This design comes from an exercise in tuning for small area and a short achievable clock period on the open sky130 flow, not from production work. Function was checked by simulation only, so behaviour that the tests miss may differ from the original. No activity file was given, so power comes from the tool's default toggle rates.

==> flow/flow/run.sh <==
#!/bin/bash
# Standard synthesis, then the standard ORFS layout steps with:
# - port buffers of a plain buffer cell (buf_2) rather than the default,
set -euo pipefail
bash standard.sh synth > synth.log 2>&1
bash standard.sh SETUP_SLACK_MARGIN=10.75 TNS_END_PERCENT=100 \
    "BUFFER_PORTS_ARGS=-buffer_cell sky130_fd_sc_hd__buf_2" finish > layout.log 2>&1
==> flow/standard.sh <==
#!/bin/bash
# synth_recipe.tcl (not shown) runs the flow's synth.tcl, then flattens the netlist and writes it again
# the make line also repeats each setting of config.mk as NAME=value (left out here)
make -C /OpenROAD-flow-scripts/flow DESIGN_CONFIG=/design/flow/config.mk WORK_HOME=/design/flow/orfs CLKGATE_MAP_FILE= SYNTH_SCRIPT=/design/flow/synth_recipe.tcl "${@:-finish}"
==> flow/config.mk <==
export PLATFORM = sky130hd
export DESIGN_NAME = flt_rank_det
export DESIGN_NICKNAME = flt_rank_det
export VERILOG_FILES = /design/flow/design.v
export SDC_FILE = /design/flow/constraint.sdc
export NUM_CORES = 8
export LEC_CHECK = 0
export ABC_AREA = 1
export CAP_MARGIN = 20
export CORE_MARGIN = 2
export CORE_UTILIZATION = 58
export CTS_CLUSTER_DIAMETER = 60
export CTS_CLUSTER_SIZE = 30
export SLEW_MARGIN = 20
==> flow/constraint.sdc <==
create_clock -name core_clock -period 15.0 [get_ports {clk}]
set_input_delay 3.0000 -clock core_clock [delete_from_list [all_inputs] [get_ports {clk}]]
set_output_delay 3.0000 -clock core_clock [all_outputs]
set_load 0.01 [all_outputs]
==> flow/design.v <==
module flt_rank_det (
    input  wire        clk,
    input  wire        rst,
    input  wire        sync,
    input  wire        cfg_rank_en,
    input  wire [4:0]  cfg_win,
    input  wire [4:0]  cfg_k,
    input  wire        cfg_suppress,
    input  wire [15:0] cfg_settle_base,
    input  wire [4:0]  cfg_pk_log2,
    input  wire [4:0]  cfg_rms_log2,
    input  wire [3:0]  cfg_atk,
    input  wire [3:0]  cfg_dcy,
    input  wire        in_valid,
    input  wire [15:0] in_data,
    output reg         out_valid,
    output reg  [15:0] out_data,
    output reg         out_settling,
    output reg         env_valid,
    output wire [15:0] env,
    output reg         env_ok,
    output reg         pk_valid,
    output wire [15:0] pk,
    output reg         pk_ok,
    output reg         rms_valid,
    output wire [15:0] rms,
    output reg         rms_ok
);
    integer i;
    wire restart = rst | sync;
    wire [3:0] win_i = cfg_win[4] ? 4'd15 :
                       (cfg_win < 5'd3) ? 4'd3 :
                       cfg_win[0] ? cfg_win[3:0] : cfg_win[3:0] - 4'd1;
    wire [4:0] pk_i  = (cfg_pk_log2 < 5'd4) ? 5'd4 :
                       (cfg_pk_log2 > 5'd16) ? 5'd16 : cfg_pk_log2;
    wire [4:0] rms_i = (cfg_rms_log2 < 5'd4) ? 5'd4 :
                       (cfg_rms_log2 > 5'd16) ? 5'd16 : cfg_rms_log2;
    reg        c_rank_en;
    reg [3:0]  win;           
    reg [14:3] inw_r;         
    reg [4:0]  c_k;
    reg [3:0]  km1;           
    reg        c_sup;
    reg [4:0]  pk_n;          
    reg [4:0]  rms_n;         
    reg [3:0]  c_atk;
    reg [3:0]  c_dcy;
    always @(posedge clk) begin
        if (restart) begin
            c_rank_en <= cfg_rank_en;
            win       <= win_i;
            for (i = 3; i < 15; i = i + 1)
                inw_r[i] <= (i < win_i);
            c_k       <= cfg_k;
            c_sup     <= cfg_suppress;
            pk_n      <= pk_i;
            rms_n     <= rms_i;
            c_atk     <= cfg_atk;
            c_dcy     <= cfg_dcy;
        end
    end
    wire [14:0] inw = {inw_r, 3'b111};
    reg [15:0] xa;
    reg        va;
    reg        r1;
    always @(posedge clk) begin
        xa <= in_data;
        va <= in_valid;
        r1 <= restart;
    end
    wire bv_en = va & ~r1;
    reg [15:0] w [0:14];
    reg [14:0] vld;
    reg [3:0]  dr [1:14];     
    reg        bv;
    function cmp16;
        input [15:0] a;
        input [15:0] b;
        input        eq;
        reg   [15:0] au, bu;
        reg          c;
        integer      k;
        begin
            au = ~a; au[15] = a[15];
            bu = b;  bu[15] = ~b[15];
            c  = eq;
            for (k = 0; k < 16; k = k + 1)
                c = (au[k] & bu[k]) | (au[k] & c) | (bu[k] & c);
            cmp16 = c;
        end
    endfunction
    wire zx = xa[15] | (xa == 16'd0);    
    wire [3:0] dr_x = ((win[2:1] == 2'b01) || (win[2:1] == 2'b11)) ? win : win - 4'd1;
    reg [3:0] dr0;
    always @* begin
        dr0 = dr_x;
        for (i = 1; i < 15; i = i + 1)
            if (inw[i])
                dr0 = dr0 ^ dr[i];
    end
    reg [3:0] dr_l;
    always @* begin
        dr_l = 4'd0;
        for (i = 2; i < 15; i = i + 2)
            if (inw[i] && (i == 14 || !inw[i+1]))
                dr_l = dr[i];
    end
    reg [13:0] cb;    
    reg [13:0] db;    
    always @* begin
        for (i = 0; i < 14; i = i + 1) begin
            cb[i] = vld[i] ? cmp16(xa, w[i], 1'b1) : zx;
            db[i] = ((i == 0) ? dr0 : dr[i]) > dr_l;
        end
    end
    always @(posedge clk) begin
        bv <= bv_en;
        if (r1) begin
            vld  <= 15'd0;
            km1  <= (c_k == 5'd0) ? 4'd0 :
                    (c_k > {1'b0, win}) ? win - 4'd1 : c_k[3:0] - 4'd1;
            for (i = 1; i < 15; i = i + 1)
                dr[i] <= i[3:0];
        end else if (bv_en) begin
            vld   <= {vld[13:0], 1'b1};
            dr[1] <= dr0 + {3'd0, cb[0]} - {3'd0, db[0]};
            for (i = 2; i < 15; i = i + 1)
                dr[i] <= dr[i-1] + {3'd0, cb[i-1]} - {3'd0, db[i-1]};
        end
        if (bv_en) begin
            w[0] <= xa;
            for (i = 1; i < 15; i = i + 1)
                w[i] <= w[i-1];
        end
    end
    reg [15:0] y;
    reg        hit_old;
    always @* begin
        hit_old = 1'b0;
        for (i = 1; i < 15; i = i + 1)
            if (inw[i] && dr[i] == km1)
                hit_old = 1'b1;
        y = (!c_rank_en || !hit_old) ? w[0] : 16'd0;
        for (i = 1; i < 15; i = i + 1)
            if (c_rank_en && inw[i] && vld[i] && dr[i] == km1)
                y = y | w[i];
    end
    wire [14:0] ymag = out_data[15] ? (~out_data[14:0] + {14'd0, (out_data[14:0] != 15'd0)})
                                    : out_data[14:0];
    reg [15:0] scnt;          
    reg [3:0]  wcnt;          
    reg [15:0] pos;           
    reg        cv;
    reg        c_pklast;
    reg        c_rmslast;
    reg [14:0] mag;
    reg        dv;
    reg        d_settling;
    reg        d_pklast;
    reg        d_rmslast;
    wire settling_now = (scnt != 16'd0) || (wcnt != 4'd0);
    reg [15:0] pk_mask, rms_mask;
    always @* begin
        for (i = 0; i < 16; i = i + 1) begin
            pk_mask[i]  = (i < pk_n);
            rms_mask[i] = (i < rms_n);
        end
    end
    always @(posedge clk) begin
        cv        <= bv & ~r1;
        dv         <= cv & ~r1;
        mag        <= (cv & ~r1) ? ymag : 15'd0;     
        d_settling <= out_settling;
        d_pklast   <= c_pklast;
        d_rmslast  <= c_rmslast;
        out_valid <= bv & ~r1 & ~restart & ~(c_sup & settling_now);
        out_data     <= y;
        out_settling <= settling_now;
        c_pklast     <= &(pos | ~pk_mask);
        c_rmslast    <= &(pos | ~rms_mask);
        if (restart)
            scnt <= cfg_settle_base;
        else if (bv && !r1 && wcnt == 4'd0 && scnt != 16'd0)
            scnt <= scnt - 16'd1;
        if (r1) begin
            wcnt <= c_rank_en ? win - 4'd1 : 4'd0;
            pos  <= 16'd0;
        end else if (bv) begin
            if (wcnt != 4'd0)
                wcnt <= wcnt - 4'd1;
            pos <= pos + 16'd1;
        end
    end
    function gt16;
        input [15:0] a;
        input [15:0] b;
        reg   [15:0] g, e;
        integer      k, s;
        begin
            for (k = 0; k < 16; k = k + 1) begin
                g[k] = a[k] & ~b[k];
                e[k] = ~(a[k] ^ b[k]);
            end
            for (s = 1; s < 16; s = s * 2)
                for (k = 0; k < 16; k = k + 2 * s) begin
                    g[k] = g[k+s] | (e[k+s] & g[k]);
                    e[k] = e[k+s] & e[k];
                end
            gt16 = g[0];
        end
    endfunction
    reg  [30:0] e_b;
    wire [30:0] xb      = {mag, 1'b1, 15'd0};
    wire        rising  = gt16({mag, 1'b1}, e_b[30:15]);
    wire signed [31:0] env_d = $signed({1'b0, xb}) - $signed({1'b0, e_b});
    wire signed [31:0] st_a = env_d >>> c_atk;
    wire signed [31:0] st_d = env_d >>> c_dcy;
    wire [30:0] e_a     = e_b + st_a[30:0];
    wire [30:0] e_d     = e_b + st_d[30:0];
    wire [30:0] e_next  = rising ? e_a : e_d;
    reg  [14:0] env_r;
    reg         env_up;       
    reg         env_ok_p;
    assign env = {1'b0, env_r};
    reg  [14:0] pk_acc;
    reg         pk_bok;
    reg         pk_first;
    assign pk    = {1'b0, pk_acc};
    reg  [22:0] s_lo;
    reg  [8:0]  s_mid;
    reg  [13:0] s_hi;
    reg         s_c1, s_c2;
    reg         rms_bok;
    reg         rms_first;
    reg         rms_more;     
    reg         sq_ld;
    wire [45:0] acc_m = {rms_more ? {s_hi, s_mid} : 23'd0,
                         rms_first ? 23'd0 : s_lo};
    wire        acc_c1 = rms_more & s_c1;
    wire        acc_c2 = rms_more & s_c2;
    wire [45:0] tr_s, tr_c;
    wire [14:0] msq = mag;                   
    wire ts1;
    wire tc2;
    assign ts1 = (msq[0] & msq[9]) ^ (msq[1] & msq[8]);
    assign tc2 = (msq[0] & msq[9]) & (msq[1] & msq[8]);
    wire ts3;
    wire tc4;
    assign ts3 = (msq[0] & msq[10]) ^ (msq[1] & msq[9]);
    assign tc4 = (msq[0] & msq[10]) & (msq[1] & msq[9]);
    wire ts5;
    wire tc6;
    assign ts5 = (msq[0] & msq[11]) ^ (msq[1] & msq[10]) ^ (msq[2] & msq[9]);
    assign tc6 = ((msq[0] & msq[11]) & (msq[1] & msq[10])) | ((msq[0] & msq[11]) & (msq[2] & msq[9])) | ((msq[1] & msq[10]) & (msq[2] & msq[9]));
    wire ts7;
    wire tc8;
    assign ts7 = (msq[3] & msq[8]) ^ (msq[4] & msq[7]);
    assign tc8 = (msq[3] & msq[8]) & (msq[4] & msq[7]);
    wire ts9;
    wire tc10;
    assign ts9 = (msq[0] & msq[12]) ^ (msq[1] & msq[11]) ^ (msq[2] & msq[10]);
    assign tc10 = ((msq[0] & msq[12]) & (msq[1] & msq[11])) | ((msq[0] & msq[12]) & (msq[2] & msq[10])) | ((msq[1] & msq[11]) & (msq[2] & msq[10]));
    wire ts11;
    wire tc12;
    assign ts11 = (msq[3] & msq[9]) ^ (msq[4] & msq[8]);
    assign tc12 = (msq[3] & msq[9]) & (msq[4] & msq[8]);
    wire ts13;
    wire tc14;
    assign ts13 = (msq[0] & msq[13]) ^ (msq[1] & msq[12]) ^ (msq[2] & msq[11]);
    assign tc14 = ((msq[0] & msq[13]) & (msq[1] & msq[12])) | ((msq[0] & msq[13]) & (msq[2] & msq[11])) | ((msq[1] & msq[12]) & (msq[2] & msq[11]));
    wire ts15;
    wire tc16;
    assign ts15 = (msq[3] & msq[10]) ^ (msq[4] & msq[9]) ^ (msq[5] & msq[8]);
    assign tc16 = ((msq[3] & msq[10]) & (msq[4] & msq[9])) | ((msq[3] & msq[10]) & (msq[5] & msq[8])) | ((msq[4] & msq[9]) & (msq[5] & msq[8]));
    wire ts17;
    wire tc18;
    assign ts17 = (msq[6] & msq[7]) ^ msq[7];
    assign tc18 = (msq[6] & msq[7]) & msq[7];
    wire ts19;
    wire tc20;
    assign ts19 = (msq[0] & msq[14]) ^ (msq[1] & msq[13]) ^ (msq[2] & msq[12]);
    assign tc20 = ((msq[0] & msq[14]) & (msq[1] & msq[13])) | ((msq[0] & msq[14]) & (msq[2] & msq[12])) | ((msq[1] & msq[13]) & (msq[2] & msq[12]));
    wire ts21;
    wire tc22;
    assign ts21 = (msq[3] & msq[11]) ^ (msq[4] & msq[10]) ^ (msq[5] & msq[9]);
    assign tc22 = ((msq[3] & msq[11]) & (msq[4] & msq[10])) | ((msq[3] & msq[11]) & (msq[5] & msq[9])) | ((msq[4] & msq[10]) & (msq[5] & msq[9]));
    wire ts23;
    wire tc24;
    assign ts23 = (msq[6] & msq[8]) ^ acc_m[15];
    assign tc24 = (msq[6] & msq[8]) & acc_m[15];
    wire ts25;
    wire tc26;
    assign ts25 = (msq[1] & msq[14]) ^ (msq[2] & msq[13]) ^ (msq[3] & msq[12]);
    assign tc26 = ((msq[1] & msq[14]) & (msq[2] & msq[13])) | ((msq[1] & msq[14]) & (msq[3] & msq[12])) | ((msq[2] & msq[13]) & (msq[3] & msq[12]));
    wire ts27;
    wire tc28;
    assign ts27 = (msq[4] & msq[11]) ^ (msq[5] & msq[10]) ^ (msq[6] & msq[9]);
    assign tc28 = ((msq[4] & msq[11]) & (msq[5] & msq[10])) | ((msq[4] & msq[11]) & (msq[6] & msq[9])) | ((msq[5] & msq[10]) & (msq[6] & msq[9]));
    wire ts29;
    wire tc30;
    assign ts29 = (msq[7] & msq[8]) ^ msq[8] ^ acc_m[16];
    assign tc30 = ((msq[7] & msq[8]) & msq[8]) | ((msq[7] & msq[8]) & acc_m[16]) | (msq[8] & acc_m[16]);
    wire ts31;
    wire tc32;
    assign ts31 = (msq[2] & msq[14]) ^ (msq[3] & msq[13]) ^ (msq[4] & msq[12]);
    assign tc32 = ((msq[2] & msq[14]) & (msq[3] & msq[13])) | ((msq[2] & msq[14]) & (msq[4] & msq[12])) | ((msq[3] & msq[13]) & (msq[4] & msq[12]));
    wire ts33;
    wire tc34;
    assign ts33 = (msq[5] & msq[11]) ^ (msq[6] & msq[10]) ^ (msq[7] & msq[9]);
    assign tc34 = ((msq[5] & msq[11]) & (msq[6] & msq[10])) | ((msq[5] & msq[11]) & (msq[7] & msq[9])) | ((msq[6] & msq[10]) & (msq[7] & msq[9]));
    wire ts35;
    wire tc36;
    assign ts35 = (msq[3] & msq[14]) ^ (msq[4] & msq[13]) ^ (msq[5] & msq[12]);
    assign tc36 = ((msq[3] & msq[14]) & (msq[4] & msq[13])) | ((msq[3] & msq[14]) & (msq[5] & msq[12])) | ((msq[4] & msq[13]) & (msq[5] & msq[12]));
    wire ts37;
    wire tc38;
    assign ts37 = (msq[6] & msq[11]) ^ (msq[7] & msq[10]) ^ (msq[8] & msq[9]);
    assign tc38 = ((msq[6] & msq[11]) & (msq[7] & msq[10])) | ((msq[6] & msq[11]) & (msq[8] & msq[9])) | ((msq[7] & msq[10]) & (msq[8] & msq[9]));
    wire ts39;
    wire tc40;
    assign ts39 = (msq[4] & msq[14]) ^ (msq[5] & msq[13]) ^ (msq[6] & msq[12]);
    assign tc40 = ((msq[4] & msq[14]) & (msq[5] & msq[13])) | ((msq[4] & msq[14]) & (msq[6] & msq[12])) | ((msq[5] & msq[13]) & (msq[6] & msq[12]));
    wire ts41;
    wire tc42;
    assign ts41 = (msq[5] & msq[14]) ^ (msq[6] & msq[13]) ^ (msq[7] & msq[12]);
    assign tc42 = ((msq[5] & msq[14]) & (msq[6] & msq[13])) | ((msq[5] & msq[14]) & (msq[7] & msq[12])) | ((msq[6] & msq[13]) & (msq[7] & msq[12]));
    wire ts43;
    wire tc44;
    assign ts43 = (msq[0] & msq[5]) ^ (msq[1] & msq[4]);
    assign tc44 = (msq[0] & msq[5]) & (msq[1] & msq[4]);
    wire ts45;
    wire tc46;
    assign ts45 = (msq[0] & msq[6]) ^ (msq[1] & msq[5]);
    assign tc46 = (msq[0] & msq[6]) & (msq[1] & msq[5]);
    wire ts47;
    wire tc48;
    assign ts47 = (msq[0] & msq[7]) ^ (msq[1] & msq[6]) ^ (msq[2] & msq[5]);
    assign tc48 = ((msq[0] & msq[7]) & (msq[1] & msq[6])) | ((msq[0] & msq[7]) & (msq[2] & msq[5])) | ((msq[1] & msq[6]) & (msq[2] & msq[5]));
    wire ts49;
    wire tc50;
    assign ts49 = (msq[3] & msq[4]) ^ msq[4];
    assign tc50 = (msq[3] & msq[4]) & msq[4];
    wire ts51;
    wire tc52;
    assign ts51 = (msq[0] & msq[8]) ^ (msq[1] & msq[7]) ^ (msq[2] & msq[6]);
    assign tc52 = ((msq[0] & msq[8]) & (msq[1] & msq[7])) | ((msq[0] & msq[8]) & (msq[2] & msq[6])) | ((msq[1] & msq[7]) & (msq[2] & msq[6]));
    wire ts53;
    wire tc54;
    assign ts53 = (msq[3] & msq[5]) ^ acc_m[9];
    assign tc54 = (msq[3] & msq[5]) & acc_m[9];
    wire ts55;
    wire tc56;
    assign ts55 = ts1 ^ (msq[2] & msq[7]) ^ (msq[3] & msq[6]);
    assign tc56 = (ts1 & (msq[2] & msq[7])) | (ts1 & (msq[3] & msq[6])) | ((msq[2] & msq[7]) & (msq[3] & msq[6]));
    wire ts57;
    wire tc58;
    assign ts57 = (msq[4] & msq[5]) ^ msq[5] ^ acc_m[10];
    assign tc58 = ((msq[4] & msq[5]) & msq[5]) | ((msq[4] & msq[5]) & acc_m[10]) | (msq[5] & acc_m[10]);
    wire ts59;
    wire tc60;
    assign ts59 = tc2 ^ ts3 ^ (msq[2] & msq[8]);
    assign tc60 = (tc2 & ts3) | (tc2 & (msq[2] & msq[8])) | (ts3 & (msq[2] & msq[8]));
    wire ts61;
    wire tc62;
    assign ts61 = (msq[3] & msq[7]) ^ (msq[4] & msq[6]) ^ acc_m[11];
    assign tc62 = ((msq[3] & msq[7]) & (msq[4] & msq[6])) | ((msq[3] & msq[7]) & acc_m[11]) | ((msq[4] & msq[6]) & acc_m[11]);
    wire ts63;
    wire tc64;
    assign ts63 = tc4 ^ ts5 ^ ts7;
    assign tc64 = (tc4 & ts5) | (tc4 & ts7) | (ts5 & ts7);
    wire ts65;
    wire tc66;
    assign ts65 = (msq[5] & msq[6]) ^ msq[6] ^ acc_m[12];
    assign tc66 = ((msq[5] & msq[6]) & msq[6]) | ((msq[5] & msq[6]) & acc_m[12]) | (msq[6] & acc_m[12]);
    wire ts67;
    wire tc68;
    assign ts67 = tc6 ^ tc8 ^ ts9;
    assign tc68 = (tc6 & tc8) | (tc6 & ts9) | (tc8 & ts9);
    wire ts69;
    wire tc70;
    assign ts69 = ts11 ^ (msq[5] & msq[7]) ^ acc_m[13];
    assign tc70 = (ts11 & (msq[5] & msq[7])) | (ts11 & acc_m[13]) | ((msq[5] & msq[7]) & acc_m[13]);
    wire ts71;
    wire tc72;
    assign ts71 = tc10 ^ tc12 ^ ts13;
    assign tc72 = (tc10 & tc12) | (tc10 & ts13) | (tc12 & ts13);
    wire ts73;
    wire tc74;
    assign ts73 = ts15 ^ ts17 ^ acc_m[14];
    assign tc74 = (ts15 & ts17) | (ts15 & acc_m[14]) | (ts17 & acc_m[14]);
    wire ts75;
    wire tc76;
    assign ts75 = tc14 ^ tc16 ^ tc18;
    assign tc76 = (tc14 & tc16) | (tc14 & tc18) | (tc16 & tc18);
    wire ts77;
    wire tc78;
    assign ts77 = ts19 ^ ts21 ^ ts23;
    assign tc78 = (ts19 & ts21) | (ts19 & ts23) | (ts21 & ts23);
    wire ts79;
    wire tc80;
    assign ts79 = tc20 ^ tc22 ^ tc24;
    assign tc80 = (tc20 & tc22) | (tc20 & tc24) | (tc22 & tc24);
    wire ts81;
    wire tc82;
    assign ts81 = ts25 ^ ts27 ^ ts29;
    assign tc82 = (ts25 & ts27) | (ts25 & ts29) | (ts27 & ts29);
    wire ts83;
    wire tc84;
    assign ts83 = tc26 ^ tc28 ^ tc30;
    assign tc84 = (tc26 & tc28) | (tc26 & tc30) | (tc28 & tc30);
    wire ts85;
    wire tc86;
    assign ts85 = ts31 ^ ts33 ^ acc_m[17];
    assign tc86 = (ts31 & ts33) | (ts31 & acc_m[17]) | (ts33 & acc_m[17]);
    wire ts87;
    wire tc88;
    assign ts87 = tc32 ^ tc34 ^ ts35;
    assign tc88 = (tc32 & tc34) | (tc32 & ts35) | (tc34 & ts35);
    wire ts89;
    wire tc90;
    assign ts89 = ts37 ^ msq[9] ^ acc_m[18];
    assign tc90 = (ts37 & msq[9]) | (ts37 & acc_m[18]) | (msq[9] & acc_m[18]);
    wire ts91;
    wire tc92;
    assign ts91 = tc36 ^ tc38 ^ ts39;
    assign tc92 = (tc36 & tc38) | (tc36 & ts39) | (tc38 & ts39);
    wire ts93;
    wire tc94;
    assign ts93 = (msq[7] & msq[11]) ^ (msq[8] & msq[10]) ^ acc_m[19];
    assign tc94 = ((msq[7] & msq[11]) & (msq[8] & msq[10])) | ((msq[7] & msq[11]) & acc_m[19]) | ((msq[8] & msq[10]) & acc_m[19]);
    wire ts95;
    wire tc96;
    assign ts95 = tc40 ^ ts41 ^ (msq[8] & msq[11]);
    assign tc96 = (tc40 & ts41) | (tc40 & (msq[8] & msq[11])) | (ts41 & (msq[8] & msq[11]));
    wire ts97;
    wire tc98;
    assign ts97 = (msq[9] & msq[10]) ^ msq[10] ^ acc_m[20];
    assign tc98 = ((msq[9] & msq[10]) & msq[10]) | ((msq[9] & msq[10]) & acc_m[20]) | (msq[10] & acc_m[20]);
    wire ts99;
    wire tc100;
    assign ts99 = tc42 ^ (msq[6] & msq[14]) ^ (msq[7] & msq[13]);
    assign tc100 = (tc42 & (msq[6] & msq[14])) | (tc42 & (msq[7] & msq[13])) | ((msq[6] & msq[14]) & (msq[7] & msq[13]));
    wire ts101;
    wire tc102;
    assign ts101 = (msq[8] & msq[12]) ^ (msq[9] & msq[11]) ^ acc_m[21];
    assign tc102 = ((msq[8] & msq[12]) & (msq[9] & msq[11])) | ((msq[8] & msq[12]) & acc_m[21]) | ((msq[9] & msq[11]) & acc_m[21]);
    wire ts103;
    wire tc104;
    assign ts103 = (msq[7] & msq[14]) ^ (msq[8] & msq[13]) ^ (msq[9] & msq[12]);
    assign tc104 = ((msq[7] & msq[14]) & (msq[8] & msq[13])) | ((msq[7] & msq[14]) & (msq[9] & msq[12])) | ((msq[8] & msq[13]) & (msq[9] & msq[12]));
    wire ts105;
    wire tc106;
    assign ts105 = (msq[10] & msq[11]) ^ msq[11] ^ acc_m[22];
    assign tc106 = ((msq[10] & msq[11]) & msq[11]) | ((msq[10] & msq[11]) & acc_m[22]) | (msq[11] & acc_m[22]);
    wire ts107;
    wire tc108;
    assign ts107 = (msq[8] & msq[14]) ^ (msq[9] & msq[13]) ^ (msq[10] & msq[12]);
    assign tc108 = ((msq[8] & msq[14]) & (msq[9] & msq[13])) | ((msq[8] & msq[14]) & (msq[10] & msq[12])) | ((msq[9] & msq[13]) & (msq[10] & msq[12]));
    wire ts109;
    wire tc110;
    assign ts109 = acc_m[23] ^ acc_c1;
    assign tc110 = acc_m[23] & acc_c1;
    wire ts111;
    wire tc112;
    assign ts111 = (msq[9] & msq[14]) ^ (msq[10] & msq[13]) ^ (msq[11] & msq[12]);
    assign tc112 = ((msq[9] & msq[14]) & (msq[10] & msq[13])) | ((msq[9] & msq[14]) & (msq[11] & msq[12])) | ((msq[10] & msq[13]) & (msq[11] & msq[12]));
    wire ts113;
    wire tc114;
    assign ts113 = msq[12] ^ acc_m[24];
    assign tc114 = msq[12] & acc_m[24];
    wire ts115;
    wire tc116;
    assign ts115 = (msq[10] & msq[14]) ^ (msq[11] & msq[13]);
    assign tc116 = (msq[10] & msq[14]) & (msq[11] & msq[13]);
    wire ts117;
    wire tc118;
    assign ts117 = (msq[11] & msq[14]) ^ (msq[12] & msq[13]);
    assign tc118 = (msq[11] & msq[14]) & (msq[12] & msq[13]);
    wire ts119;
    wire tc120;
    assign ts119 = (msq[0] & msq[3]) ^ (msq[1] & msq[2]);
    assign tc120 = (msq[0] & msq[3]) & (msq[1] & msq[2]);
    wire ts121;
    wire tc122;
    assign ts121 = (msq[0] & msq[4]) ^ (msq[1] & msq[3]);
    assign tc122 = (msq[0] & msq[4]) & (msq[1] & msq[3]);
    wire ts123;
    wire tc124;
    assign ts123 = ts43 ^ (msq[2] & msq[3]) ^ msq[3];
    assign tc124 = (ts43 & (msq[2] & msq[3])) | (ts43 & msq[3]) | ((msq[2] & msq[3]) & msq[3]);
    wire ts125;
    wire tc126;
    assign ts125 = tc44 ^ ts45 ^ (msq[2] & msq[4]);
    assign tc126 = (tc44 & ts45) | (tc44 & (msq[2] & msq[4])) | (ts45 & (msq[2] & msq[4]));
    wire ts127;
    wire tc128;
    assign ts127 = tc46 ^ ts47 ^ ts49;
    assign tc128 = (tc46 & ts47) | (tc46 & ts49) | (ts47 & ts49);
    wire ts129;
    wire tc130;
    assign ts129 = tc48 ^ tc50 ^ ts51;
    assign tc130 = (tc48 & tc50) | (tc48 & ts51) | (tc50 & ts51);
    wire ts131;
    wire tc132;
    assign ts131 = tc52 ^ tc54 ^ ts55;
    assign tc132 = (tc52 & tc54) | (tc52 & ts55) | (tc54 & ts55);
    wire ts133;
    wire tc134;
    assign ts133 = tc56 ^ tc58 ^ ts59;
    assign tc134 = (tc56 & tc58) | (tc56 & ts59) | (tc58 & ts59);
    wire ts135;
    wire tc136;
    assign ts135 = tc60 ^ tc62 ^ ts63;
    assign tc136 = (tc60 & tc62) | (tc60 & ts63) | (tc62 & ts63);
    wire ts137;
    wire tc138;
    assign ts137 = tc64 ^ tc66 ^ ts67;
    assign tc138 = (tc64 & tc66) | (tc64 & ts67) | (tc66 & ts67);
    wire ts139;
    wire tc140;
    assign ts139 = tc68 ^ tc70 ^ ts71;
    assign tc140 = (tc68 & tc70) | (tc68 & ts71) | (tc70 & ts71);
    wire ts141;
    wire tc142;
    assign ts141 = tc72 ^ tc74 ^ ts75;
    assign tc142 = (tc72 & tc74) | (tc72 & ts75) | (tc74 & ts75);
    wire ts143;
    wire tc144;
    assign ts143 = tc76 ^ tc78 ^ ts79;
    assign tc144 = (tc76 & tc78) | (tc76 & ts79) | (tc78 & ts79);
    wire ts145;
    wire tc146;
    assign ts145 = tc80 ^ tc82 ^ ts83;
    assign tc146 = (tc80 & tc82) | (tc80 & ts83) | (tc82 & ts83);
    wire ts147;
    wire tc148;
    assign ts147 = tc84 ^ tc86 ^ ts87;
    assign tc148 = (tc84 & tc86) | (tc84 & ts87) | (tc86 & ts87);
    wire ts149;
    wire tc150;
    assign ts149 = tc88 ^ tc90 ^ ts91;
    assign tc150 = (tc88 & tc90) | (tc88 & ts91) | (tc90 & ts91);
    wire ts151;
    wire tc152;
    assign ts151 = tc92 ^ tc94 ^ ts95;
    assign tc152 = (tc92 & tc94) | (tc92 & ts95) | (tc94 & ts95);
    wire ts153;
    wire tc154;
    assign ts153 = tc96 ^ tc98 ^ ts99;
    assign tc154 = (tc96 & tc98) | (tc96 & ts99) | (tc98 & ts99);
    wire ts155;
    wire tc156;
    assign ts155 = tc100 ^ tc102 ^ ts103;
    assign tc156 = (tc100 & tc102) | (tc100 & ts103) | (tc102 & ts103);
    wire ts157;
    wire tc158;
    assign ts157 = tc104 ^ tc106 ^ ts107;
    assign tc158 = (tc104 & tc106) | (tc104 & ts107) | (tc106 & ts107);
    wire ts159;
    wire tc160;
    assign ts159 = tc108 ^ tc110 ^ ts111;
    assign tc160 = (tc108 & tc110) | (tc108 & ts111) | (tc110 & ts111);
    wire ts161;
    wire tc162;
    assign ts161 = tc112 ^ tc114 ^ ts115;
    assign tc162 = (tc112 & tc114) | (tc112 & ts115) | (tc114 & ts115);
    wire ts163;
    wire tc164;
    assign ts163 = tc116 ^ ts117 ^ msq[13];
    assign tc164 = (tc116 & ts117) | (tc116 & msq[13]) | (ts117 & msq[13]);
    wire ts165;
    wire tc166;
    assign ts165 = tc118 ^ (msq[12] & msq[14]);
    assign tc166 = tc118 & (msq[12] & msq[14]);
    wire ts167;
    wire tc168;
    assign ts167 = (msq[13] & msq[14]) ^ msq[14];
    assign tc168 = (msq[13] & msq[14]) & msq[14];
    wire ts169;
    wire tc170;
    assign ts169 = (msq[0] & msq[1]) ^ msq[1];
    assign tc170 = (msq[0] & msq[1]) & msq[1];
    wire ts171;
    wire tc172;
    assign ts171 = (msq[0] & msq[2]) ^ acc_m[3];
    assign tc172 = (msq[0] & msq[2]) & acc_m[3];
    wire ts173;
    wire tc174;
    assign ts173 = ts119 ^ msq[2] ^ acc_m[4];
    assign tc174 = (ts119 & msq[2]) | (ts119 & acc_m[4]) | (msq[2] & acc_m[4]);
    wire ts175;
    wire tc176;
    assign ts175 = tc120 ^ ts121 ^ acc_m[5];
    assign tc176 = (tc120 & ts121) | (tc120 & acc_m[5]) | (ts121 & acc_m[5]);
    wire ts177;
    wire tc178;
    assign ts177 = tc122 ^ ts123 ^ acc_m[6];
    assign tc178 = (tc122 & ts123) | (tc122 & acc_m[6]) | (ts123 & acc_m[6]);
    wire ts179;
    wire tc180;
    assign ts179 = tc124 ^ ts125 ^ acc_m[7];
    assign tc180 = (tc124 & ts125) | (tc124 & acc_m[7]) | (ts125 & acc_m[7]);
    wire ts181;
    wire tc182;
    assign ts181 = tc126 ^ ts127 ^ acc_m[8];
    assign tc182 = (tc126 & ts127) | (tc126 & acc_m[8]) | (ts127 & acc_m[8]);
    wire ts183;
    wire tc184;
    assign ts183 = tc128 ^ ts129 ^ ts53;
    assign tc184 = (tc128 & ts129) | (tc128 & ts53) | (ts129 & ts53);
    wire ts185;
    wire tc186;
    assign ts185 = tc130 ^ ts131 ^ ts57;
    assign tc186 = (tc130 & ts131) | (tc130 & ts57) | (ts131 & ts57);
    wire ts187;
    wire tc188;
    assign ts187 = tc132 ^ ts133 ^ ts61;
    assign tc188 = (tc132 & ts133) | (tc132 & ts61) | (ts133 & ts61);
    wire ts189;
    wire tc190;
    assign ts189 = tc134 ^ ts135 ^ ts65;
    assign tc190 = (tc134 & ts135) | (tc134 & ts65) | (ts135 & ts65);
    wire ts191;
    wire tc192;
    assign ts191 = tc136 ^ ts137 ^ ts69;
    assign tc192 = (tc136 & ts137) | (tc136 & ts69) | (ts137 & ts69);
    wire ts193;
    wire tc194;
    assign ts193 = tc138 ^ ts139 ^ ts73;
    assign tc194 = (tc138 & ts139) | (tc138 & ts73) | (ts139 & ts73);
    wire ts195;
    wire tc196;
    assign ts195 = tc140 ^ ts141 ^ ts77;
    assign tc196 = (tc140 & ts141) | (tc140 & ts77) | (ts141 & ts77);
    wire ts197;
    wire tc198;
    assign ts197 = tc142 ^ ts143 ^ ts81;
    assign tc198 = (tc142 & ts143) | (tc142 & ts81) | (ts143 & ts81);
    wire ts199;
    wire tc200;
    assign ts199 = tc144 ^ ts145 ^ ts85;
    assign tc200 = (tc144 & ts145) | (tc144 & ts85) | (ts145 & ts85);
    wire ts201;
    wire tc202;
    assign ts201 = tc146 ^ ts147 ^ ts89;
    assign tc202 = (tc146 & ts147) | (tc146 & ts89) | (ts147 & ts89);
    wire ts203;
    wire tc204;
    assign ts203 = tc148 ^ ts149 ^ ts93;
    assign tc204 = (tc148 & ts149) | (tc148 & ts93) | (ts149 & ts93);
    wire ts205;
    wire tc206;
    assign ts205 = tc150 ^ ts151 ^ ts97;
    assign tc206 = (tc150 & ts151) | (tc150 & ts97) | (ts151 & ts97);
    wire ts207;
    wire tc208;
    assign ts207 = tc152 ^ ts153 ^ ts101;
    assign tc208 = (tc152 & ts153) | (tc152 & ts101) | (ts153 & ts101);
    wire ts209;
    wire tc210;
    assign ts209 = tc154 ^ ts155 ^ ts105;
    assign tc210 = (tc154 & ts155) | (tc154 & ts105) | (ts155 & ts105);
    wire ts211;
    wire tc212;
    assign ts211 = tc156 ^ ts157 ^ ts109;
    assign tc212 = (tc156 & ts157) | (tc156 & ts109) | (ts157 & ts109);
    wire ts213;
    wire tc214;
    assign ts213 = tc158 ^ ts159 ^ ts113;
    assign tc214 = (tc158 & ts159) | (tc158 & ts113) | (ts159 & ts113);
    wire ts215;
    wire tc216;
    assign ts215 = tc160 ^ ts161 ^ acc_m[25];
    assign tc216 = (tc160 & ts161) | (tc160 & acc_m[25]) | (ts161 & acc_m[25]);
    wire ts217;
    wire tc218;
    assign ts217 = tc162 ^ ts163 ^ acc_m[26];
    assign tc218 = (tc162 & ts163) | (tc162 & acc_m[26]) | (ts163 & acc_m[26]);
    wire ts219;
    wire tc220;
    assign ts219 = tc164 ^ ts165 ^ acc_m[27];
    assign tc220 = (tc164 & ts165) | (tc164 & acc_m[27]) | (ts165 & acc_m[27]);
    wire ts221;
    wire tc222;
    assign ts221 = tc166 ^ ts167 ^ acc_m[28];
    assign tc222 = (tc166 & ts167) | (tc166 & acc_m[28]) | (ts167 & acc_m[28]);
    wire ts223;
    wire tc224;
    assign ts223 = tc168 ^ acc_m[29];
    assign tc224 = tc168 & acc_m[29];
    assign tr_s = {acc_m[45], acc_m[44], acc_m[43], acc_m[42], acc_m[41], acc_m[40], acc_m[39], acc_m[38], acc_m[37], acc_m[36], acc_m[35], acc_m[34], acc_m[33], acc_m[32], acc_m[31], tc224, tc222, tc220, tc218, tc216, tc214, tc212, tc210, tc208, tc206, tc204, tc202, tc200, tc198, tc196, tc194, tc192, tc190, tc188, tc186, tc184, tc182, tc180, tc178, tc176, tc174, tc172, tc170, ts169, acc_m[1], msq[0]};
    assign tr_c = {1'b0, 1'b0, 1'b0, 1'b0, 1'b0, 1'b0, 1'b0, 1'b0, 1'b0, 1'b0, 1'b0, 1'b0, 1'b0, acc_c2, 1'b0, acc_m[30], ts223, ts221, ts219, ts217, ts215, ts213, ts211, ts209, ts207, ts205, ts203, ts201, ts199, ts197, ts195, ts193, ts191, ts189, ts187, ts185, ts183, ts181, ts179, ts177, ts175, ts173, ts171, acc_m[2], 1'b0, acc_m[0]};
    always @(posedge clk) begin
        {s_c1, s_lo}  <= {1'b0, tr_s[22:0]} + {1'b0, tr_c[22:0]};
        {s_c2, s_mid} <= {1'b0, tr_s[31:23]} + {1'b0, tr_c[31:23]};
        s_hi          <= tr_s[45:32] + tr_c[45:32];
        env_up    <= dv & ~r1;
        env_valid <= env_up & ~r1 & ~restart;
        env_r     <= e_b[30:16];
        env_ok_p  <= dv & !d_settling;
        env_ok    <= env_ok_p;
        pk_valid  <= dv & d_pklast & ~r1 & ~restart;
        pk_ok     <= dv & d_pklast & (pk_first ? !d_settling : pk_bok);
        sq_ld     <= dv & d_rmslast & ~r1;
        if (r1) begin
            e_b       <= 31'h0000_8000;
            pk_first  <= 1'b1;
            rms_first <= 1'b1;
            rms_more  <= 1'b0;
        end else if (dv) begin
            e_b       <= e_next;
            pk_first  <= d_pklast;
            rms_first <= d_rmslast;
            rms_more  <= !d_rmslast;
            if (pk_first || mag > pk_acc)
                pk_acc <= mag;
            if (pk_first)
                pk_bok <= !d_settling;
            if (rms_first)
                rms_bok <= !d_settling;
        end
    end
    wire [45:0] sum_acc = {s_hi, s_mid, s_lo} + {13'd0, s_c2, 8'd0, s_c1, 23'd0};
    reg  [43:0] sq_a;
    reg  [4:0]  sq_jm1;       
    always @* begin
        if (rms_n == 5'd4) begin
            sq_a   = {sum_acc[33:2], 12'd0};
            sq_jm1 = 5'd15;
        end else if (rms_n[0]) begin
            sq_a   = {1'b0, sum_acc[45:3]};
            sq_jm1 = 5'd23 - rms_n[4:1];           
        end else begin
            sq_a   = sum_acc[45:2];
            sq_jm1 = 5'd23 - rms_n[4:1];           
        end
    end
    reg  [43:0] sq_op;
    reg  [15:0] sq_root;
    reg  [15:0] sq_rem;
    reg  [4:0]  sq_cnt;
    reg         sq_ok;
    wire [17:0] sq_rem_t = {sq_rem, sq_op[43:42]};
    wire [17:0] sq_trial = {sq_root, 2'b01};
    wire [18:0] sq_diff  = {1'b0, sq_rem_t} - {1'b0, sq_trial};
    wire        sq_take  = !sq_diff[18];
    wire        sq_take0 = sq_a[43] | sq_a[42];
    assign rms    = sq_root;
    always @(posedge clk) begin
        rms_valid <= (sq_cnt == 5'd1) & ~r1 & ~restart;
        rms_ok    <= (sq_cnt == 5'd1) & sq_ok;
        if (r1) begin
            sq_cnt <= 5'd0;
        end else if (sq_ld) begin
            sq_cnt <= sq_jm1;
            sq_ok  <= rms_bok;
        end else if (sq_cnt != 5'd0) begin
            sq_cnt <= sq_cnt - 5'd1;
        end
        if (sq_ld) begin
            sq_op   <= {sq_a[41:0], 2'b00};
            sq_root <= {15'd0, sq_take0};
            sq_rem  <= {14'd0, sq_a[43:42] - {1'b0, sq_take0}};
        end else begin
            sq_op   <= {sq_op[41:0], 2'b00};
            sq_rem  <= sq_take ? sq_diff[15:0] : sq_rem_t[15:0];
            if (sq_cnt == 5'd1)
                sq_root <= sq_root + {15'd0, sq_take};
            else
                sq_root <= {sq_root[14:0], sq_take};
        end
    end
endmodule
==> reports/metrics.csv, run 1 <==
metric;value;unit
synthToLayoutAreaGrowth;16.2;%
synth.largest_area_cell;edfxtp_1;
status;timing/DRC/antenna clean;
worst-path-max-fanout;5;
synth_edf_count;315;
clk_latency;670;ps
placed_area;0.0436;mm^2
p_int;3.50;mW
yosysSeqAreaShare;0.383;
path_common_cell;inv_2;
drive_gt1_frac;0.153;
grt_use_total;0.333;
yosysWarningCount;4;
clk_pin_slew_worst_paths;80;ps
fp.dieW;273;um
ys_types;70;
endpoint_kind;register;
grt.overflow.total;0;
crit_path_start;mag[11];
cap_violations;0;
async_reset_ff_frac;0;
vias;37400;
period_minus_slack;4400;ps
max_freq;227;MHz
clock_sinks;646;
switchingPower;2.08;mW
dp_hpwl;91.2;mm
total_power;5.57;mW
cts-root-buf;clkbuf_16;
fin_skew;41.9;ps
post-place-ws;9150;ps
worst_slew_pin_slew;1090;ps
antenna_cells;0;
synthFlopType;dfxtp_1;
initial_utilization;0.586;
p_leak;22.9;nW
setup.worst_path.start_class;register;
die_area;0.0745;mm^2
grt_antenna_before_repair;0;
fin_ws;10600;ps
max_stage_delay;610;ps
wl_per_cell;19.6;um
cp_slowest_cell;fa_2;
synth_top_cell_area_share;0.225;
first_iter_violations;3424;
port_buffers;135;
comb_power_share;0.347;
r2r-start;mag[11];
slew_headroom;0.275;
p_sw_frac;0.372;
synth.ff_latch_count;646;
arrival;4970;ps
drcViolationCount;0;
cts_buffer_depth;3;
setup_viol;0;
powerDensity;114;mW/mm^2
synth_top_cells_by_area;edfxtp_1 (23%), dfxtp_1 (16%), nand2_1 (9.9%);
avgViaCountPerCell;5.73;
grt_pass1_wl;195;mm
cts_tree;yes;
clkPwrFrac;0.275;
drv_slew;0;
synth_most_common_cell;nand2_1;
drt_pass1_iterations;5;
rsz0062_at_grt;true;
die_y;273;um
crit_family;adder cells;
hold_viol;0;
crit_cells;20;
cts_max_level;2;
core_area;0.0716;mm^2
crit_type;register to register;
crit_chain;buf_12 -> nand2_1 -> inv_2 -> fa_1 -> inv_1 -> fa_2 -> fa_1 -> inv_2 -> fa_2 -> ha_4 -> nand2_2 -> o21ai_1 -> a21o_1 -> a21oi_4 -> inv_2 -> a21oi_2 -> o21a_1 -> o21bai_1 -> a21oi_1 -> xor2_1;
r2r_slack;10600;ps
worstPathRequired;15570;ps
utilization;0.681;
worst-path-buf-inv;5;
postSynthAreaPerCell;7.94;um^2
reg2regPathDepth;20;
grt_max_degree;188;
worstReg2RegEnd;s_lo[22];
ant_nets;0;
grt_pass1_vias;35200;
pwr-share-seq;0.379;
wl;128;mm
cts_buffers;54;
ir_drop;163;uV
totalNegativeSetupSlack;0;ps
fin_area;0.0488;mm^2
globalplace.congestion;0.960;
critical_path.endpoint;s_lo[22];
hold_path.class;register to register;
synth_area;0.0420;mm^2
final.period_utilization;0.293;
ios;138;
final_nets;5967;
placementRows;98;
synth_common_cells;nand2_1 (1102), inv_1 (918), nor2_1 (341), dfxtp_1 (331), edfxtp_1 (315);
netlist_instances;5282;
[final cells by class]
cell class	count	area, um^2
Sequential cell	646	16200
Clock inverter	41	464
Multi-Input combinational cell	3529	23200
Clock buffer	61	1440
Fill cell	6058	22900
Timing Repair inverter	7	46.3
Tap cell	950	1190
Inverter	937	3570
Timing Repair Buffer	364	2660
[power by group through the flow]
stage | registers (mW) | logic (mW) | clock network, mW
finish | 2.11 | 1.93 | 1.53
global route | 2.12 | 2.16 | 1.62
CTS | 2.11 | 1.78 | 1.55
detailed placement | 2.16 | 1.67 | 0
global placement | 2.16 | 1.64 | 0
floorplan | 2.11 | 1.27 | 0
[routing by layer]
metal	global-route usage	up-vias	wire length (um)
li1	-	18000	-
met1	0.438	17700	52700
met2	0.552	1414	60500
met3	0.0482	296	9280
met4	0.137	4	5810
met5	0.00578	-	150
[sequential cells by signal, summed over array words and instances, names as in the netlist, 16 cells and up]
register and flops:
pos 16, dr 56, sq_rem 16, xa 16, scnt 16, e_b 31, out_data 16, w 240
sq_root 16, sq_op 42, s_lo 23
[worst register-to-register path, delay by kind of cell, from the launching register on]
family / cells / cell delay [ps]
simple gates: 2 / 160
buf+inv: 5 / 330
fa+ha+maj: 5 / 2320
compound gates: 7 / 1000
flops: 1 / 340
xor+xnor: 1 / 180
[kinds of logic (layout without fill, tap and decap cells)]
family | Yosys count | after routing | share of synthesized area
AOI/OAI and AO/OA | 1034 | 1035 | 0.147
and+or+nand+nor | 1837 | 1839 | 0.181
buffers and inverters | 1111 | 1410 | 0.101
DFF | 646 | 646 | 0.383
muxes | 14 | 14 | 0.00334
other | 1 | 2 | 0.0000894
xor gates and xnor gates | 277 | 277 | 0.0578
adders and majority gates | 362 | 362 | 0.126
[worst min path at each step]
stage                     slack, ps  cells past startpoint  startpoint   endpoint
after CTS                       330                      0    env_ok_p     env_ok
after floorplan                 310                      0    c_pklast   d_pklast
after global routing            340                      0   c_rmslast  d_rmslast
final                           330                      0   c_rmslast  d_rmslast
after global placement          310                      0   c_rmslast  d_rmslast
after detailed placement        310                      0    env_ok_p     env_ok
[what timing repair did]
| item | 4_1_cts | 5_1_grt |
|---|---|---|
| cloned | 9 | 3 |
| hold endpoints to repair | 0 | 0 |
| gates resized for setup | 273 | 227 |
| hold buffers | 0 | 0 |
| setup buffers | 90 | 83 |
| pin swaps | 73 | 103 |
| setup endpoints to repair | 101 | 64 |
[stage by stage]
stage	hold WS [ps]	cells
2_1_floorplan	310	5283
3_3_place_gp	312	6248
3_5_place_dp	313	6248
4_1_cts	332	6449
5_1_grt	341	6535
6_report	333	6535
[placed cells by master (no fill, tap or decap), types with 38 or more instances in the layout]
master,instances
xor2_1,185
inv_2,38
ha_1,217
inv_1,880
fa_1,93
o22ai_1,207
edfxtp_1,315
nor2_1,317
clkbuf_16,57
dfxtp_1,274
o21ai_0,206
nor3_1,46
nand2_1,1055
xnor2_1,87
nand3_1,212
a21oi_1,261
buf_4,201
nand4_1,52
buf_2,132
nand2_2,43
==> run 2, diff against run 1 <==
--- a/flow/design.v
+++ b/flow/design.v
@@ -21,10 +21,10 @@
     output reg         env_ok,
     output reg         pk_valid,
     output wire [15:0] pk,
-    output reg         pk_ok,
+    output wire        pk_ok,
     output reg         rms_valid,
     output wire [15:0] rms,
-    output reg         rms_ok
+    output wire        rms_ok
 );
     integer i;
     wire restart = rst | sync;
@@ -70,7 +70,12 @@
     end
     wire bv_en = va & ~r1;
     reg [15:0] w [0:14];
-    reg [14:0] vld;
+    reg [3:0]  nvld;          
+    reg [14:0] vld;           
+    always @* begin
+        for (i = 0; i < 15; i = i + 1)
+            vld[i] = (nvld > i);
+    end
     reg [3:0]  dr [1:14];     
     reg        bv;
     function cmp16;
@@ -116,13 +121,14 @@
     always @(posedge clk) begin
         bv <= bv_en;
         if (r1) begin
-            vld  <= 15'd0;
+            nvld <= 4'd0;
             km1  <= (c_k == 5'd0) ? 4'd0 :
                     (c_k > {1'b0, win}) ? win - 4'd1 : c_k[3:0] - 4'd1;
             for (i = 1; i < 15; i = i + 1)
                 dr[i] <= i[3:0];
         end else if (bv_en) begin
-            vld   <= {vld[13:0], 1'b1};
+            if (nvld != 4'd15)
+                nvld <= nvld + 4'd1;
             dr[1] <= dr0 + {3'd0, cb[0]} - {3'd0, db[0]};
             for (i = 2; i < 15; i = i + 1)
                 dr[i] <= dr[i-1] + {3'd0, cb[i-1]} - {3'd0, db[i-1]};
@@ -218,14 +224,12 @@
     wire [30:0] e_a     = e_b + st_a[30:0];
     wire [30:0] e_d     = e_b + st_d[30:0];
     wire [30:0] e_next  = rising ? e_a : e_d;
-    reg  [14:0] env_r;
-    reg         env_up;       
-    reg         env_ok_p;
-    assign env = {1'b0, env_r};
+    assign env = {1'b0, e_b[30:16]};
     reg  [14:0] pk_acc;
     reg         pk_bok;
     reg         pk_first;
     assign pk    = {1'b0, pk_acc};
+    assign pk_ok = pk_bok;
     reg  [22:0] s_lo;
     reg  [8:0]  s_mid;
     reg  [13:0] s_hi;
@@ -694,13 +698,8 @@
         {s_c1, s_lo}  <= {1'b0, tr_s[22:0]} + {1'b0, tr_c[22:0]};
         {s_c2, s_mid} <= {1'b0, tr_s[31:23]} + {1'b0, tr_c[31:23]};
         s_hi          <= tr_s[45:32] + tr_c[45:32];
-        env_up    <= dv & ~r1;
-        env_valid <= env_up & ~r1 & ~restart;
-        env_r     <= e_b[30:16];
-        env_ok_p  <= dv & !d_settling;
-        env_ok    <= env_ok_p;
+        env_valid <= dv & ~r1 & ~restart;
         pk_valid  <= dv & d_pklast & ~r1 & ~restart;
-        pk_ok     <= dv & d_pklast & (pk_first ? !d_settling : pk_bok);
         sq_ld     <= dv & d_rmslast & ~r1;
         if (r1) begin
             e_b       <= 31'h0000_8000;
@@ -709,6 +708,7 @@
             rms_more  <= 1'b0;
         end else if (dv) begin
             e_b       <= e_next;
+            env_ok    <= !d_settling;
             pk_first  <= d_pklast;
             rms_first <= d_rmslast;
             rms_more  <= !d_rmslast;
@@ -736,19 +736,19 @@
         end
     end
     reg  [43:0] sq_op;
-    reg  [15:0] sq_root;
+    reg  [14:0] sq_root;      
     reg  [15:0] sq_rem;
     reg  [4:0]  sq_cnt;
     reg         sq_ok;
     wire [17:0] sq_rem_t = {sq_rem, sq_op[43:42]};
-    wire [17:0] sq_trial = {sq_root, 2'b01};
+    wire [17:0] sq_trial = {1'b0, sq_root, 2'b01};
     wire [18:0] sq_diff  = {1'b0, sq_rem_t} - {1'b0, sq_trial};
     wire        sq_take  = !sq_diff[18];
     wire        sq_take0 = sq_a[43] | sq_a[42];
-    assign rms    = sq_root;
+    assign rms    = {1'b0, sq_root};
+    assign rms_ok = sq_ok;
     always @(posedge clk) begin
         rms_valid <= (sq_cnt == 5'd1) & ~r1 & ~restart;
-        rms_ok    <= (sq_cnt == 5'd1) & sq_ok;
         if (r1) begin
             sq_cnt <= 5'd0;
         end else if (sq_ld) begin
@@ -759,15 +759,15 @@
         end
         if (sq_ld) begin
             sq_op   <= {sq_a[41:0], 2'b00};
-            sq_root <= {15'd0, sq_take0};
+            sq_root <= {14'd0, sq_take0};
             sq_rem  <= {14'd0, sq_a[43:42] - {1'b0, sq_take0}};
         end else begin
             sq_op   <= {sq_op[41:0], 2'b00};
             sq_rem  <= sq_take ? sq_diff[15:0] : sq_rem_t[15:0];
             if (sq_cnt == 5'd1)
-                sq_root <= sq_root + {15'd0, sq_take};
+                sq_root <= sq_root + {14'd0, sq_take};
             else
-                sq_root <= {sq_root[14:0], sq_take};
+                sq_root <= {sq_root[13:0], sq_take};
         end
     end
 endmodule
==> flow/flow/run.sh (replaced) <==
#!/bin/bash
# Standard synthesis, then the standard ORFS layout steps with:
# - port buffers of a plain buffer cell (buf_2) rather than the default,
set -euo pipefail
bash standard.sh synth > synth.log 2>&1
bash standard.sh SETUP_SLACK_MARGIN=10.75 TNS_END_PERCENT=20 \
    "BUFFER_PORTS_ARGS=-buffer_cell sky130_fd_sc_hd__buf_2" finish > layout.log 2>&1
==> reports/metrics.csv, run 2 <==
metric;value;unit;change
largest_reg_flops;240;;unchanged
p_int;3.24;mW;-7.3%
postSynthAreaPerCell;7.93;um^2;-0.13%
fp.dieW;271;um;-0.71%
worst-path-max-fanout;5;;unchanged
p_sw_frac;0.368;;-0.00437
hold_viol;0;;unchanged
wl;120;mm;-6.7%
first_iter_violations;3197;;-6.6%
synth_top_cells_by_area;edfxtp_1 (23%), dfxtp_1 (14%), nand2_1 (9.8%);;
final_nets;5815;;-2.5%
placementRows;97;;-1.0%
rsz0062_at_grt;true;;
crit_type;register to register;;
grt_antenna_before_repair;4;;+4
cts_tree;yes;;
setup_viol;0;;unchanged
pwr-share-seq;0.392;;+0.013
grt_use_total;0.316;;-0.0173
max_stage_delay;570;ps;-40 ps
wl_per_cell;18.8;um;-4.2%
ant_nets;0;;unchanged
yosysWarningCount;4;;unchanged
period_minus_slack;4360;ps;-38.8 ps
route.met2.wl;54.9;mm;-9.3%
final.period_utilization;0.291;;-0.00259
grt_pass1_vias;34200;;-3.0%
switchingPower;1.89;mW;-9.0%
grt_max_degree;203;;+8.0%
comb_power_share;0.330;;-0.017
clk_latency;640;ps;-30 ps
yosysSeqAreaShare;0.374;;-0.00917
arrival;4900;ps;-70 ps
dp_hpwl;84.6;mm;-7.3%
crit_chain;buf_4 -> nand2_1 -> fa_1 -> inv_1 -> fa_1 -> fa_1 -> fa_1 -> ha_4 -> nand2_4 -> nor2_1 -> o21ai_1 -> o211ai_1 -> a21oi_2 -> nor2_2 -> nor2_2 -> o21ai_2 -> a21oi_2 -> nor2_1 -> nor2_1 -> xnor2_1;;
whs;330;ps;-2.96 ps
final_cell_mix;nand2_1 (1038), inv_1 (853), edfxtp_1 (316), nor2_1 (306), a21oi_1 (281);;
regMostFlops;w;;
path_common_cell;fa_1;;
vias;36400;;-2.7%
setup.worst_path.start_class;register;;
cts_buffers;51;;-5.6%
die_y;271;um;-0.71%
synth_common_cells;nand2_1 (1079), inv_1 (871), nor2_1 (321), edfxtp_1 (316), o21ai_0 (311);;
totalNegativeSetupSlack;0;ps;unchanged
grt_pass1_wl;185;mm;-4.8%
grt.overflow.total;0;;unchanged
async_reset_ff_frac;0;;unchanged
cts_buffer_depth;3;;unchanged
hold_path.class;register to register;;
clk_pin_slew_worst_paths;80;ps;about the same
worst-path-buf-inv;2;;-3
final-instance-count-excl-fill;6368;;-2.6%
initial_utilization;0.588;;+0.00257
cts-root-buf;clkbuf_16;;
endpoint_kind;register;;
drv_slew;0;;unchanged
drt_pass1_iterations;5;;unchanged
fin_skew;28.6;ps;-13.2 ps
wl_met3;9.20;mm;-0.79%
ios;138;;unchanged
drcViolationCount;0;;unchanged
clock_sinks;615;;-4.8%
ir_drop;137;uV;-16%
worst_slew_pin_slew;1200;ps;+108 ps
crit_family;adder cells;;
synth_edf_count;316;;+0.32%
synthFlopType;edfxtp_1;;
met1_length;51.7;mm;-1.8%
cts_max_level;2;;unchanged
status;timing/DRC/antenna clean;;
ys_types;69;;-1.4%
die_area;0.0734;mm^2;-1.4%
max_freq;229;MHz;+0.89%
synth_area;0.0414;mm^2;-1.4%
synth.largest_area_cell;edfxtp_1;;
core_area;0.0703;mm^2;-1.9%
synthToLayoutAreaGrowth;13.9;%;
cap_violations;0;;unchanged
worstPathRequired;15540;ps;-30 ps
drive_gt1_frac;0.130;;-0.0232
port_buffers;134;;-0.74%
p_leak;22.2;nW;-2.8%
place_inst;6138;;-1.8%
globalplace.congestion;0.942;;-1.9%
netlist_instances;5213;;-1.3%
slew_headroom;0.203;;-0.0720
powerDensity;109;mW/mm^2;-4.7%
synth_top_cell_area_share;0.229;;+0.00401
synth_most_common_cell;nand2_1;;
reg.largest.list;w x240, dr x56, sq_op x42;;
clkPwrFrac;0.278;;+0.003
cp_slowest_cell;fa_1;;
synth.ff_latch_count;615;;-4.8%
avgViaCountPerCell;5.72;;-0.16%
mostFrequentLayoutCell;nand2_1;;
top_layer_used;met5;;
run 2: cell count changes after synthesis, sizes merged, moves of 18 or more:
| cell | previous run | this run |
|---|---|---|
| inv | 928 | 881 |
| nand3 | 228 | 208 |
| o22ai | 207 | 167 |
| a22oi | 15 | 33 |
| nor2 | 344 | 326 |
| o21ai | 264 | 332 |
| dfxtp | 331 | 299 |
run 2: final cells by class:
cell class | instances | area (um^2)
flip-flops and latches | 615 | 15600
repair buffers | 295 | 2130
inverters | 894 | 3400
clock inverters | 41 | 439
repair inverters | 6 | 42.5
fillers | 6033 | 23200
well taps | 940 | 1180
diodes | 1 | 2.50
clock buffers | 55 | 1310
multi-input cells | 3521 | 23000
run 2: per-layer routing:
metal / global-route usage / up-vias
li1: - / 17700
met4: 0.104 / 4
met5: 0 / -
met2: 0.510 / 1420
met1: 0.434 / 17100
met3: 0.0479 / 239
run 2: path summary, 6_finish.rpt:
check             from        end  slack (ps)  depth (start not counted)
min reg2reg  c_rmslast  d_rmslast         330                          0
max reg2reg     mag[0]   s_lo[22]       10640                         20
min          c_rmslast  d_rmslast         330                          0
max             mag[0]   s_lo[22]       10640                         20
run 2: per-stage QoR:
step           utilization  area [um^2]  total power [mW]  setup slack, ps
6_report             0.670        47100              5.13            10640
5_1_grt              0.670        47100              5.44            10440
4_1_cts              0.655        46000              5.10            10650
3_5_place_dp         0.607        42700              3.61             9230
3_3_place_gp         0.607        42700              3.58             9340
2_1_floorplan            -        41400              3.22            10580
run 2: worst reg2reg max path: cells and delay by family, from the launching register on:
family / cells / cell delay (ps)
and+or+nand+nor: 7 / 580
xor gates and xnor gates: 1 / 120
DFF: 1 / 400
adders and majority gates: 5 / 2360
buffers and inverters: 2 / 170
AOI/OAI and AO/OA: 5 / 660
run 2: power by group through the flow:
| stage | sequential (mW) | combinational [mW] | clock [mW] |
|---|---|---|---|
| 2_1_floorplan | 2.01 | 1.21 | 0 |
| 3_3_place_gp | 2.05 | 1.53 | 0 |
| 3_5_place_dp | 2.05 | 1.56 | 0 |
| 4_1_cts | 2.01 | 1.63 | 1.45 |
| 5_1_grt | 2.03 | 1.90 | 1.51 |
| 6_report | 2.01 | 1.69 | 1.42 |
run 2: cell families (layout without fill, tap and decap cells):
kind of cell    count (synthesis)  after routing  share of synthesized area
mux                             9              9                    0.00218
flops                         615            615                      0.374
simple gates                 1788           1791                      0.179
xor+xnor                      270            270                     0.0572
fa+ha+maj                     365            365                      0.129
compound gates               1082           1083                      0.156
buf+inv                      1083           1291                      0.102
other cells                     1              4                  0.0000907
run 2: repair_timing:
action,CTS,global route
setup buffers,69,51
cloned,10,3
hold buffers,0,0
gates resized for setup,211,164
endpoints found under the setup margin,76,76
pin swaps,38,90

separate check: timing with driven ports:
Ports are ideal in the flow. The routed layouts listed here were re-timed in OpenROAD.
Step 1 assumes that a clkbuf_16 drives the clock port and a buf_2 every other input.
Step 2, shift: input delay + t, output delay - t, t = (earliest + latest rising clock arrival at the registers) / 2. This alone moves slack from input paths to output paths.
Three values: ideal ports, drivers, drivers and shift; two values: the first two.
| run | t (ns) | setup slack, ns | worst register clock-pin slew, ns | worst slew at a driven data input, ns | pins driven straight from the clock port |
|---|---|---|---|---|---|
| run 1 | 0.726 | 10.602 / 10.602 / 10.273 | 0.09 / 0.09 | 0.05 | 1 |
| run 2 | 0.681 | 10.641 / 10.578 / 10.282 | 0.09 / 0.09 | 0.04 | 1 |
After both steps setup and hold are still met in every run listed. The setup slack of run 2, which loses most, moves by -0.063 ns with the drivers and by -0.359 ns with both steps.
